What follows belongs to an exercise in optimizing a design on an open flow for small area, a short achievable clock period and few clock cycles; a production flow would make more cautious choices.
In this exercise RTL edits were held to simulation tests only and were not proved equivalent to the original.

==> flow/design.v, too long to show whole: its modules and the start of the top module <==
// module policer_bank: 4783 lines
module policer_bank (
    input  wire        clk,
    input  wire        rst,
    input  wire        req_valid,
    output wire        req_ready,
    input  wire [1:0]  req_op,         
    input  wire [2:0]  req_idx,
    input  wire [31:0] req_time,
    input  wire [15:0] req_len,
    input  wire [1:0]  req_colour,
    input  wire        req_type,
    input  wire        req_aware,
    input  wire        req_red_act,
    input  wire [28:0] req_cir,
    input  wire [28:0] req_pir,
    input  wire [23:0] req_cbs,
    input  wire [23:0] req_ebs,
    output reg         rsp_valid,
    output reg         rsp_ok,
    output reg  [1:0]  rsp_colour,
    output reg         rsp_red_act,
    output reg         rsp_en,
    output reg         rsp_type,
    output reg         rsp_aware,
    output reg  [28:0] rsp_cir,
    output reg  [28:0] rsp_pir,
    output reg  [23:0] rsp_cbs,
    output reg  [23:0] rsp_ebs,
    output reg  [23:0] rsp_committed,
    output reg  [23:0] rsp_tokens,
    output reg  [31:0] rsp_green,
    output reg  [31:0] rsp_yellow,
    output reg  [31:0] rsp_red
);
  // ...
==> flow/flow/run.sh <==
#!/bin/bash
# The standard layout (the standard.sh: standard synthesis, ORFS from
# floorplan to finish), except that the input and output ports are
# buffered with sky130_fd_sc_hd__buf_2 instead of the buffer cell that
# buffer_ports picks by default. Make's output goes to standard.log; each
# ORFS step writes its own log under orfs/logs/.
set -euo pipefail
export BUFFER_PORTS_ARGS="-buffer_cell sky130_fd_sc_hd__buf_2"
bash standard.sh > standard.log 2>&1
==> flow/standard.sh <==
#!/bin/bash
# synth_recipe.tcl (not shown) runs the flow's synth.tcl, then flattens the netlist and writes it again
# the make line also repeats each setting of config.mk as NAME=value (left out here)
make -C /OpenROAD-flow-scripts/flow DESIGN_CONFIG=/design/flow/config.mk WORK_HOME=/design/flow/orfs CLKGATE_MAP_FILE= SYNTH_SCRIPT=/design/flow/synth_recipe.tcl "${@:-finish}"
==> flow/config.mk <==
export PLATFORM = sky130hd
export DESIGN_NAME = policer_bank
export DESIGN_NICKNAME = policer_bank
export VERILOG_FILES = /design/flow/design.v
export SDC_FILE = /design/flow/constraint.sdc
export NUM_CORES = 4
export LEC_CHECK = 0
export CAP_MARGIN = 20
export CORE_MARGIN = 2
export CORE_UTILIZATION = 35
export PLACE_DENSITY = 0.55
export SLEW_MARGIN = 20
==> flow/constraint.sdc <==
create_clock -name core_clock -period 24.0 [get_ports {clk}]
set_input_delay 4.8000 -clock core_clock [delete_from_list [all_inputs] [get_ports {clk}]]
set_output_delay 4.8000 -clock core_clock [all_outputs]
set_load 0.01 [all_outputs]
==> insert_results.sql, run 1 <==
INSERT INTO impl_metrics (metric_group, metric, value, unit) VALUES
('logic_synthesis', 'xor_xnor_fraction_of_synth_area', '5.20', '%'),
('drt', 'route.detailed.drc', '0', ''),
('logic_synthesis', 'synth_top_cells_by_count', '2758 x edfxtp_1, 2105 x dfxtp_1, 1929 x inv_1', ''),
('layout', 'mostFrequentLayoutCell', 'edfxtp_1', ''),
('setup_path', 'crit_path_end_kind', 'primary output', ''),
('layout', 'reg_top3', 'p_tc x320, p_te x320', ''),
('logic_synthesis', 'combinational_family_with_the_most_area_after_synthesis', 'adder cells', ''),
('status', 'outcome', 'finished clean', ''),
('cts', 'postCtsSetupBuffers', '0', ''),
('logic_synthesis', 'synth_cell_type_count', '119', ''),
('layout', 'final-seq-area', '125000', 'um2'),
('logic_synthesis', 'post_synth_inst_count', '18900', ''),
('logic_synthesis', 'synth-seq-cells', '4863', ''),
('place', 'dp_hpwl', '491000', 'um'),
('timing', 'period_share', '27.7', '%'),
('setup_path', 'setup.worst_path.start_class', 'register', ''),
('logic_synthesis', 'ys_async_rst_share', '0', '%'),
('layout', 'layout-drive-gt1-share', '13.2', '%'),
('drt', 'detailroute.via_count', '151000', ''),
('logic_synthesis', 'ys_top_cells_by_area', 'edfxtp_1 34%, dfxtp_1 17%, fa_1 12%', ''),
('timing', 'post-route-min-period', '6.64', 'ns'),
('die', 'pin_count', '426', ''),
('timing', 'setup_total_negative_slack', '0', 'ns'),
('layout', 'post-route-util', '39.6', '%'),
('layout', 'area_occupied_by_multi_input_gates', '110000', 'um2'),
('timing', 'max-slew-margin-rel', '19.9', '%'),
('setup_path', 'critical_path.top_delay_family', 'flip-flops', ''),
('layout', 'antenna-diode-count', '29', ''),
('drt', 'postRouteWirelength', '724000', 'um'),
('timing', 'finClkSkew', '0.174', 'ns'),
('grt', 'use_met3', '3.66', '%'),
('logic_synthesis', 'synthesis.area', '246000', 'um2'),
('timing', 'max_slew.worst_pin.slew', '1.19', 'ns'),
('grt', 'grt_pass1_vias', '154000', ''),
('logic_synthesis', 'synth_top_flop_cell', 'edfxtp_1', '');
Testbench counts, summed over its fixed seeds: cycles 26,760.
==> inputs of run 2 (changes only) <==
--- a/flow/design.v
+++ b/flow/design.v
@@ -4762,17 +4762,17 @@
         rsp_red       <= k_qdis ? 32'd0 : k_rc;
         h_gc          <= k_gc;
         h_yc          <= k_yc;
         h_rc          <= k_rc;
         h_col         <= k_out;
     end
     assign h_gc_new = h_cfg ? 32'd0 : (h_col == 2'd0 && h_gc != 32'hFFFFFFFF) ? h_gc + 32'd1 : h_gc;
     assign h_yc_new = h_cfg ? 32'd0 : (h_col == 2'd1 && h_yc != 32'hFFFFFFFF) ? h_yc + 32'd1 : h_yc;
-    assign h_rc_new = h_cfg ? 32'd0 : (h_col == 2'd2 && h_rc != 32'hFFFFFFFF) ? h_rc + 32'd1 : h_rc;
+    assign h_rc_new = h_cfg ? 32'd0 : (h_col[1]       && h_rc != 32'hFFFFFFFF) ? h_rc + 32'd1 : h_rc;
     always @(posedge clk) begin
         for (i = 0; i < 8; i = i + 1) begin
             if (k_wr && k_idx == i) begin
                 p_tc[i*40 +: 40]     <= k_tc_new;
                 p_te[i*40 +: 40]     <= k_te_new;
             end
             if (h_wr && h_idx == i) begin
                 p_green[i*32 +: 32]  <= h_gc_new;
==> run 2 against run 1 <==
Via count increased by 0.65%. Maximum frequency down 0.12%. First-iteration DRC count up 3.9%. Synthesized cell count grew 0.19%. Synthesized area hardly changed. Non-clock buffer count up 4. Critical path type unchanged. Largest cell class unchanged.
==> insert_results.sql, run 2 <==
INSERT INTO impl_metrics (metric_group, metric, value, unit) VALUES
('place', 'number_of_instances_in_the_placed_design', '28000', ''),
('setup_path', 'path_cells', 'buf_2', ''),
('min_path', 'hold_class', 'reg2reg', ''),
('cts', 'cts_tree', 'built', ''),
('grt', 'grt_max_degree', '106', ''),
('timing', 'maxSlewViolCount', '0', ''),
('setup_path', 'rrSetupSlack', '17.75', 'ns'),
('layout', 'final_cell_count_no_fill', '29000', ''),
('logic_synthesis', 'synth_top_cells_by_count', '2758 x edfxtp_1, 2105 x dfxtp_1, 1901 x inv_1', ''),
('cts', 'postCtsSetupBuffers', '0', ''),
('layout', 'final-seq-area', '125000', 'um2'),
('die', 'placeableCoreArea', '699000', 'um2'),
('setup_path', 'setup.worst_path.start_class', 'register', ''),
('logic_synthesis', 'synth.largest_area_cell', 'edfxtp_1', ''),
('drt', 'route.detailed.drc', '0', ''),
('timing', 'report.final.hold_viol_count', '0', ''),
('drt', 'initialDrtViolationCount', '14400', ''),
('timing', 'period_share', '27.7', '%'),
('die', 'std_cell_rows', '307', ''),
('logic_synthesis', 'cell_with_the_most_instances_after_synthesis', 'edfxtp_1', ''),
('setup_path', 'rr_worst_depth', '18', ''),
('setup_path', 'cp_data_required_time', '19.20', 'ns'),
('setup_path', 'critical_path.top_delay_family', 'flip-flops', ''),
('logic_synthesis', 'synthesis.nets', '21700', ''),
('logic_synthesis', 'synth_enable_flop_cells', '2758', ''),
('timing', 'setup_viol', '0', ''),
('run', 'max_cap_violations', '0', ''),
('layout', 'layout.filler_cells', '65700', ''),
('logic_synthesis', 'syn-mean-instance-area', '12.9', 'um2'),
('setup_path', 'r2r-start', 'a_idx[0]', ''),
('timing', 'fmax', '150', 'MHz'),
('layout', 'mostFrequentLayoutCell', 'edfxtp_1', ''),
('grt', 'global_route_wire_length_before_repair', '1060000', 'um'),
('timing', 'rsz0062_at_grt', 'false', ''),
('timing', 'post-route-min-period', '6.65', 'ns'),
('logic_synthesis', 'synthesis.area', '246000', 'um2'),
('setup_path', 'cpMaxStageDelayCell', 'dfxtp_1', ''),
('cts', 'cts-root-to-sink-buffers', '4', ''),
('layout', 'area.growth.synth_to_final', '12.9', '%'),
('die', 'initial_cell_density_of_the_core', '35.1', '%'),
('die', 'floorplan.die.height', '842', 'um'),
('setup_path', 'worst_path_largest_cell_delay', '0.55', 'ns'),
('logic_synthesis', 'synth_largest_type_area_fraction', '33.7', '%'),
('layout', 'most-common-layout-cells', '2758 x edfxtp_1, 2060 x dfxtp_1, 1899 x inv_1', ''),
('logic_synthesis', 'post_synth_inst_count', '19000', ''),
('setup_path', 'arrival', '1.85', 'ns'),
('cts', 'worstSkewPairLatency', '1.12', 'ns'),
('logic_synthesis', 'synth-seq-cells', '4863', ''),
('min_path', 'worst_hold_path.num_cells', '0', ''),
('drt', 'drt_pass1_iterations', '8', ''),
('setup_path', 'timing_worst_setup_path_type', 'reg2out', ''),
('cts', 'cts.hold.buffers_added', '0', ''),
('logic_synthesis', 'ys_top_cells_by_area', 'edfxtp_1 34%, dfxtp_1 17%, fa_1 12%', ''),
('setup_path', 'crit_buf_inv', '1', ''),
('setup_path', 'crit_path_end_kind', 'primary output', ''),
('setup_path', 'reg2reg_to', 'b_nc[30]', ''),
('drt', 'wl_per_cell', '25.2', 'um'),
('logic_synthesis', 'synth_top_flop_cell', 'edfxtp_1', ''),
('drt', 'drt.antenna.violating_nets', '0', ''),
('setup_path', 'highest_net_fanout_along_the_worst_path', '2', ''),
('min_path', 'worst_hold_start', 'c_pl[46]', ''),
('layout', 'reg_top3', 'p_tc x320, p_te x320', ''),
('cts', 'cts-buffers-inserted', '539', ''),
('place', 'finalWeightedCongestion', '0.932', ''),
('layout', 'layout-drive-gt1-share', '13.0', '%'),
('grt', 'grt_antenna_before_repair', '55', ''),
('drt', 'postRouteWirelength', '731000', 'um'),
('cts', 'root_buffer', 'clkbuf_16', ''),
('drt', 'route.detailed.vias_per_inst', '5.22', ''),
('timing', 'max-slew-margin-rel', '18.6', '%'),
('drt', 'detailroute.via_count', '152000', ''),
('logic_synthesis', 'yosys_warnings', '1', ''),
('die', 'die_x', '842', 'um'),
('min_path', 'timing.hold.worst_endpoint', 'd_pl[46]', ''),
('cts', 'cts_num_sinks', '4863', ''),
('die', 'die_area', '708000', 'um2'),
('timing', 'finClkSkew', '0.0755', 'ns'),
('logic_synthesis', 'synth_cell_type_count', '101', ''),
('place', 'dp_hpwl', '495000', 'um'),
('place', 'io_buffer_count', '425', ''),
('layout', 'fin_nets', '21900', ''),
('cts', 'post_cts.resized_instances', '0', ''),
('grt', 'globalRouteTotalUtil', '20.1', '%'),
('layout', 'area_occupied_by_multi_input_gates', '110000', 'um2'),
('status', 'outcome', 'finished clean', ''),
('grt', 'globalRouteOverflowTotal', '0', ''),
('logic_synthesis', 'share_of_synthesized_area_occupied_by_flip_flops_and_latches', '50.9', '%'),
('timing', 'max_slew.worst_pin.slew', '1.22', 'ns'),
('cts', 'ctsHtreeMaxLevel', '6', ''),
('logic_synthesis', 'ys_async_rst_share', '0', '%'),
('cts', 'cts.reportedPaths.clkPinSlew', '0.07', 'ns'),
('timing', 'setup_total_negative_slack', '0', 'ns'),
('grt', 'grt_pass1_vias', '155000', ''),
('die', 'pin_count', '426', '');
run 2: cell count changes after synthesis, moves of 28 or more:
cell and change:
xnor2_1 +32, nor2_1 -121, nand2_1 +128, a21o_1 -38, o21ai_0 +106, inv_1 -28
run 2: layer usage:
metal	up-vias	share of wire [%]	global-route usage (%)	wire length, um
met1	77000	43	28.0	316000
li1	67200	-	-	-
met3	1309	7.4	3.30	53800
met2	6053	46	32.1	333000
met5	-	0.0063	0	46
met4	8	3.8	6.83	27700
run 2: cells by family after synthesis:
kind of cell	synth area share [%]
flops	50.9
mux	7.54
buf+inv	4.44
xor+xnor	5.34
compound gates	7.98
simple gates	6.39
fa+ha+maj	17.4
run 2: worst max path at each step:
stage / start / end / slack (ns) / cells past startpoint
after floorplan: h_idx[2] / p_green[0] / 16.34 / 2
after CTS: rsp_colour[1] / rsp_colour[1] / 17.20 / 1
final: rsp_colour[0] / rsp_colour[0] / 17.35 / 1
after global placement: a_idx[0] / b_nc[30] / 17.53 / 18
after global routing: a_idx[0] / b_nc[23] / 17.22 / 18
after detailed placement: a_idx[0] / b_nc[30] / 17.60 / 18
run 2: area by class of cell:
class	count	area share (%)
flip-flops and latches	4863	45.1
well taps	9270	4.18
clock buffers	742	5.53
diodes	40	0.0361
repair buffers	716	1.58
multi-input cells	11200	39.7
inverters	1925	2.61
clock inverters	254	1.24
run 2: metrics by stage:
step           instance area, um2  hold slack (ns)  util [%]  setup slack, ns
2_1_floorplan              246000            0.310         -            16.34
3_3_place_gp               258000            0.310      37.0            17.53
3_5_place_dp               258000            0.312      37.0            17.60
4_1_cts                    277000            0.264      39.6            17.20
5_1_grt                    277000            0.287      39.6            17.22
6_report                   277000            0.272      39.7            17.35
Testbench counts of run 2, summed over its fixed seeds: cycles 26,760.

-- afterwards: timing with drivers on the ports --
In the flow no input, the clock included, has a driving cell. The finished layouts below were timed again as built, in two steps.
Step 1: set_driving_cell puts a clkbuf_16 on clk and a buf_2 on each other input, an assumption about the parent block.
Step 2 times the ports against the registers' clock, not the clock port: input delays grow and output delays shrink by t, the midpoint of the rising clock arrivals with the driver on.
Three values: ideal, step 1, step 2; two values: the first two.
run	t (ns)	setup WS [ns]	worst hold slack (ns)	pins driven straight from the clock port
run 1	1.196	17.358 / 17.229 / 17.778	0.262 / 0.262 / 0.262	1
run 2	1.209	17.350 / 17.218 / 17.753	0.272 / 0.272 / 0.272	1
After both steps setup and hold are still met in every run listed.
